This is an optimization exercise on Yosys and OpenROAD, whose aim is small area, a short achievable clock period and few clock cycles, not a production implementation. In this exercise RTL edits were held to simulation tests only and were not proved equivalent to the original.

==> trial 73 <==
// ck_unit
module ck_unit (
    input  wire        clk,
    input  wire        rst,
    input  wire        req_valid,
    output wire        req_ready,
    input  wire        req_write,
    input  wire [7:0]  req_addr,
    input  wire [31:0] req_wdata,
    output reg         rsp_valid,
    output reg  [31:0] rsp_rdata,
    output wire        irq,
    output wire        evt_mismatch,
    output reg         evt_alive
);
Settings: LEC_CHECK=0, ABC_CLOCK_PERIOD_IN_PS=5000, CAP_MARGIN=20, CORE_MARGIN=2, CORE_UTILIZATION=40, SETUP_SLACK_MARGIN=1.8, SLEW_MARGIN=20; clock period 7.0 ns.
run.sh (not shown) runs the stock make flow with config.mk's settings and CLKGATE_MAP_FILE= SYNTH_SCRIPT=/design/flow/synth_recipe.tcl, a recipe that flattens the netlist after the stock synthesis.
==> inputs of build 22, as changes to trial 73 <==
--- a/flow/design.v
+++ b/flow/design.v
@@ -93,17 +93,14 @@
     reg [3:0]  dhit;        
     reg        div_pend;
     reg        div_align;
     reg        div_run;
     reg [31:0] p_al;        
     reg [31:0] i_al;        
     reg [4:0]  lsh;         
-    reg [3:0]  sh8;         
-    reg [7:0]  sh1;         
-    reg        sh_rf;       
     reg [5:0]  e_w;
     reg [31:0] e_poly;
     reg [31:0] e_init;
     reg [31:0] e_xor;
     reg        e_refin;
     reg        e_refout;
     always @(*) begin
@@ -200,16 +197,14 @@
     wire [5:0] width_d  = poly_ok ? wd[13:8] : width;
     wire [1:0] exp_d    = ctrl_ok ? wd[19:18] : exp_src;
     wire [1:0] emode_d  = ctrl_ok ? w_end_mode : end_mode;
     wire [5:0] w_eff_d  = (preset_d == 3'd0) ? width_d :
                           (preset_d == 3'd3) ? 6'd16 :
                           (preset_d == 3'd4) ? 6'd8 : 6'd32;
     wire [5:0] lsh_d    = 6'd32 - w_eff_d;
-    wire       rfo_d    = (preset_d == 3'd0) ? (poly_ok ? wd[15] : refout) :
-                          (preset_d == 3'd1) || (preset_d == 3'd2);
     wire       trl_d    = (exp_d == 2'd1) || (exp_d == 2'd2);
     wire feeding = vm[0];
     wire [2:0] k = {kh[3], kh[2] | kh[1], kh[2] | kh[0]};
     wire ends  = ends_r;
     wire [3:0] rem = ({4{kh[0]}} & {1'b0, vm[3:1]}) | ({4{kh[1]}} & {2'b0, vm[3:2]}) |
                      ({4{kh[2]}} & {3'b0, vm[3]});
     wire split = |rem;
@@ -282,22 +277,15 @@
         endcase
     end
     wire [31:0] exp_value = (exp_src == 2'd1) ? tail_le :
                             (exp_src == 2'd2) ? tail_be : expected;
     wire        end_chunk = feeding && ends;
     wire        end_cmd   = end_ev && !end_chunk;
     wire [31:0] fin_in   = res_fix ? result : crc;
-    wire [31:0] fs1 = ({32{sh8[0]}} & fin_in)         | ({32{sh8[1]}} & (fin_in >> 8)) |
-                      ({32{sh8[2]}} & (fin_in >> 16)) | ({32{sh8[3]}} & (fin_in >> 24));
-    wire [31:0] fs2 = ({32{sh1[0]}} & fs1)        | ({32{sh1[1]}} & (fs1 >> 1)) |
-                      ({32{sh1[2]}} & (fs1 >> 2)) | ({32{sh1[3]}} & (fs1 >> 3)) |
-                      ({32{sh1[4]}} & (fs1 >> 4)) | ({32{sh1[5]}} & (fs1 >> 5)) |
-                      ({32{sh1[6]}} & (fs1 >> 6)) | ({32{sh1[7]}} & (fs1 >> 7)) |
-                      ({32{sh_rf}} & reflect32(fin_in));
-    wire [31:0] res_fin  = (fs2 ^ xor_m) & wmask;
+    wire [31:0] res_fin  = finalize(fin_in, e_refout, lsh, xor_m, wmask);
     wire        mismatch = (cmp_pend || (end_cmd && compare)) &&
                            (((res_fin ^ exp_value) & wmask) != 32'd0);
     wire [3:0] n_lo_k    = {1'b0, nbytes[2:0]} + {1'b0, k};
     wire short_crc   = trailer && (nbytes[24:3] == 22'd0) && (n_lo_k <= {1'b0, e_bytes});
     wire short_alive = (alive_w != 2'd0) &&
                        (aw3 ? (k0 ? (!s_neg || s_m1) : (!s_neg && !lt_k1)) : (!s_neg && !lt_k));
     wire compare     = (exp_src == 2'd0) || (trailer && !short_crc);
@@ -434,15 +422,15 @@
             polyval <= 32'd0; initval <= 32'd0; xorout <= 32'd0;
             block_len <= 24'd64; delim <= 8'd0; alive_off <= 24'd0;
             expected <= 32'd0; result <= 32'd0; res_fix <= 1'b0; cmp_pend <= 1'b0;
             flags <= 7'd0; irq_en <= 7'h77;
             cnt_blocks <= 32'd0; cnt_mismatch <= 32'd0; cnt_repeats <= 32'd0; cnt_gaps <= 32'd0;
             alive_ref <= 16'd0; alive_valid <= 1'b0;
             mu <= MU_P2; p_al <= 32'h1EDC_6F41; i_al <= 32'hFFFF_FFFF;
-            lsh <= 5'd0; sh8 <= 4'b0001; sh1 <= 8'd0; sh_rf <= 1'b1; div_align <= 1'b0;
+            lsh <= 5'd0; div_align <= 1'b0;
             nbytes <= 25'd0; nz <= 1'b0;
             q_ctrl_ok <= 1'b0; q_poly_ok <= 1'b0; q_pval_ok <= 1'b0; q_init_ok <= 1'b0;
             q_xor_ok <= 1'b0; q_block_ok <= 1'b0; q_alive_ok <= 1'b0; q_irqen_ok <= 1'b0;
             q_cfg_err <= 1'b0; q_exp <= 1'b0; q_flags <= 1'b0; q_soft <= 1'b0; q_cmd_end <= 1'b0;
             q_cmd_rst <= 1'b0; q_en_rise <= 1'b0; q_div_trig <= 1'b0; q_cnt <= 4'd0;
             r_new <= 1'b0; vm <= 4'd0; kh <= 4'd0; ch <= 5'd1; ends_r <= 1'b0; div_pend <= 1'b0; div_run <= 1'b0;
             rsp_valid <= 1'b0; rsp_late <= 1'b0; evt_m <= 1'b0;
@@ -479,17 +467,14 @@
             q_cmd_rst  <= c_cmd && (cw[1:0] == 2'd2);
             q_cnt      <= {cwr && (ca == A_GAPS), cwr && (ca == A_REPEATS),
                            cwr && (ca == A_MISMATCH), cwr && (ca == A_BLOCKS)};
             q_div_trig <= (c_poly && !c_poly_bad && (cw[2:0] == 3'd0)) ||
                           (cwr && ((ca == A_POLYVAL) || (ca == A_INIT)) && !en_d && (preset_d == 3'd0));
             div_pend <= div_trig;
             lsh      <= lsh_d[4:0];
-            sh8      <= 4'b0001 << lsh_d[4:3];
-            sh1      <= rfo_d ? 8'd0 : (8'b0000_0001 << lsh_d[2:0]);
-            sh_rf    <= rfo_d;
             if (div_pend) begin
                 p_al      <= polyval & wmask;
                 i_al      <= initval & wmask;
                 mu        <= wmask;
                 div_align <= 1'b1;
             end else if (div_align) begin
                 if (mu[31]) begin
==> flow/config.mk (replaced) <==
export PLATFORM = sky130hd
export DESIGN_NAME = ck_unit
export DESIGN_NICKNAME = ck_unit
export VERILOG_FILES = /design/flow/design.v
export SDC_FILE = /design/flow/constraint.sdc
export NUM_CORES = 4
export LEC_CHECK = 0
export ABC_CLOCK_PERIOD_IN_PS = 4700
export CAP_MARGIN = 20
export CORE_MARGIN = 2
export CORE_UTILIZATION = 40
export SETUP_SLACK_MARGIN = 2.3
export SLEW_MARGIN = 20
==> flow_metrics.tcl <==
set metrics [dict create \
    area.growth.synth_to_final_pct 11.0 \
    seq_cell_area_um2 16400 \
    critPathMostFrequentCell "xnor2_1" \
    critPathMaxFanout 21 \
    r2r_slack_ns 1.81 \
    max-slew-margin-rel_pct 22.0 \
    final-nonclk-buf-share_pct 4.88 \
    crit_chain "buf_4 > xor2_2 > buf_4 > a22o_2 > nand2_1 > xnor2_1 > xnor2_1 > xnor3_1 > xnor3_2 > buf_4 > buf_4 > nand2_1 > xnor2_1 > xnor2_1 > xnor2_1 > xnor2_1 > o21ai_0" \
    register_area_share_after_synthesis_pct 26.3 \
    run_status "finished clean" \
    globalplace.congestion 1.09 \
    drt-vias-per-instance 6.55 \
    p_switching_mw 4.66 \
    multi_input_area_um2 42900 \
]
(the above is from trial 73)
==> flow_metrics.tcl <==
set metrics [dict create \
    run_status "finished clean" \
    max-slew-margin-rel_pct 19.5 \
    globalplace.congestion 1.05 \
    crit_chain "mux4_2 > mux4_2 > mux2_4 > a222oi_1 > xnor2_1 > xor2_1 > a2bb2oi_1 > o211a_1 > o2111a_1 > a41o_4 > buf_4 > or2_4 > or3_4 > xor2_1 > o21ai_1" \
    layout.clock_buffers 125 \
    drt-vias-per-instance 6.55 \
    multi_input_area_um2 45200 \
    power_frac_seq_pct 33.6 \
    critPathMaxFanout 7 \
    area.growth.synth_to_final_pct 18.1 \
    r2r_slack_ns 1.91 \
    register_area_share_after_synthesis_pct 25.9 \
    seq_cell_area_um2 16100 \
    timing.final.crit_share_pct 72.7 \
    min_path_type "reg -> reg" \
]
(the above is from build 22)
Testbench counts of trial 73, summed over its fixed seeds: cycles 7,129.
Testbench counts of build 22, summed over its fixed seeds: cycles 7,129.

-- port drivers added, routing unchanged --
No port has a modelled driver above. Below, the same layouts with a new extraction and two added sets of constraints. Step 1 (the two cells are an assumption about what drives the block):
set clk [get_ports {clk}]
set_driving_cell -lib_cell sky130_fd_sc_hd__clkbuf_16 $clk
set_driving_cell -lib_cell sky130_fd_sc_hd__buf_2 [delete_from_list [all_inputs] $clk]
Step 2 adds t to the input delays and takes it off the output delays; t is the mean of the earliest and latest rising clock arrival at the registers after step 1. Input paths then give back, and output paths get back, about the clock's delay inside the block. a / b / c = ideal / step 1 / step 2; a / b = the first two.
run	t, ns	slack for setup (ns)	worst data-port slew with drivers (ns)
trial 73	0.817	1.813 / 1.813 / 1.238	0.06
build 22	0.803	1.914 / 1.914 / 1.914	0.05
After both steps setup and hold are still met in every run listed. The setup slack of trial 73, which loses most, moves by 0.000 ns with the drivers and by -0.575 ns with both steps.
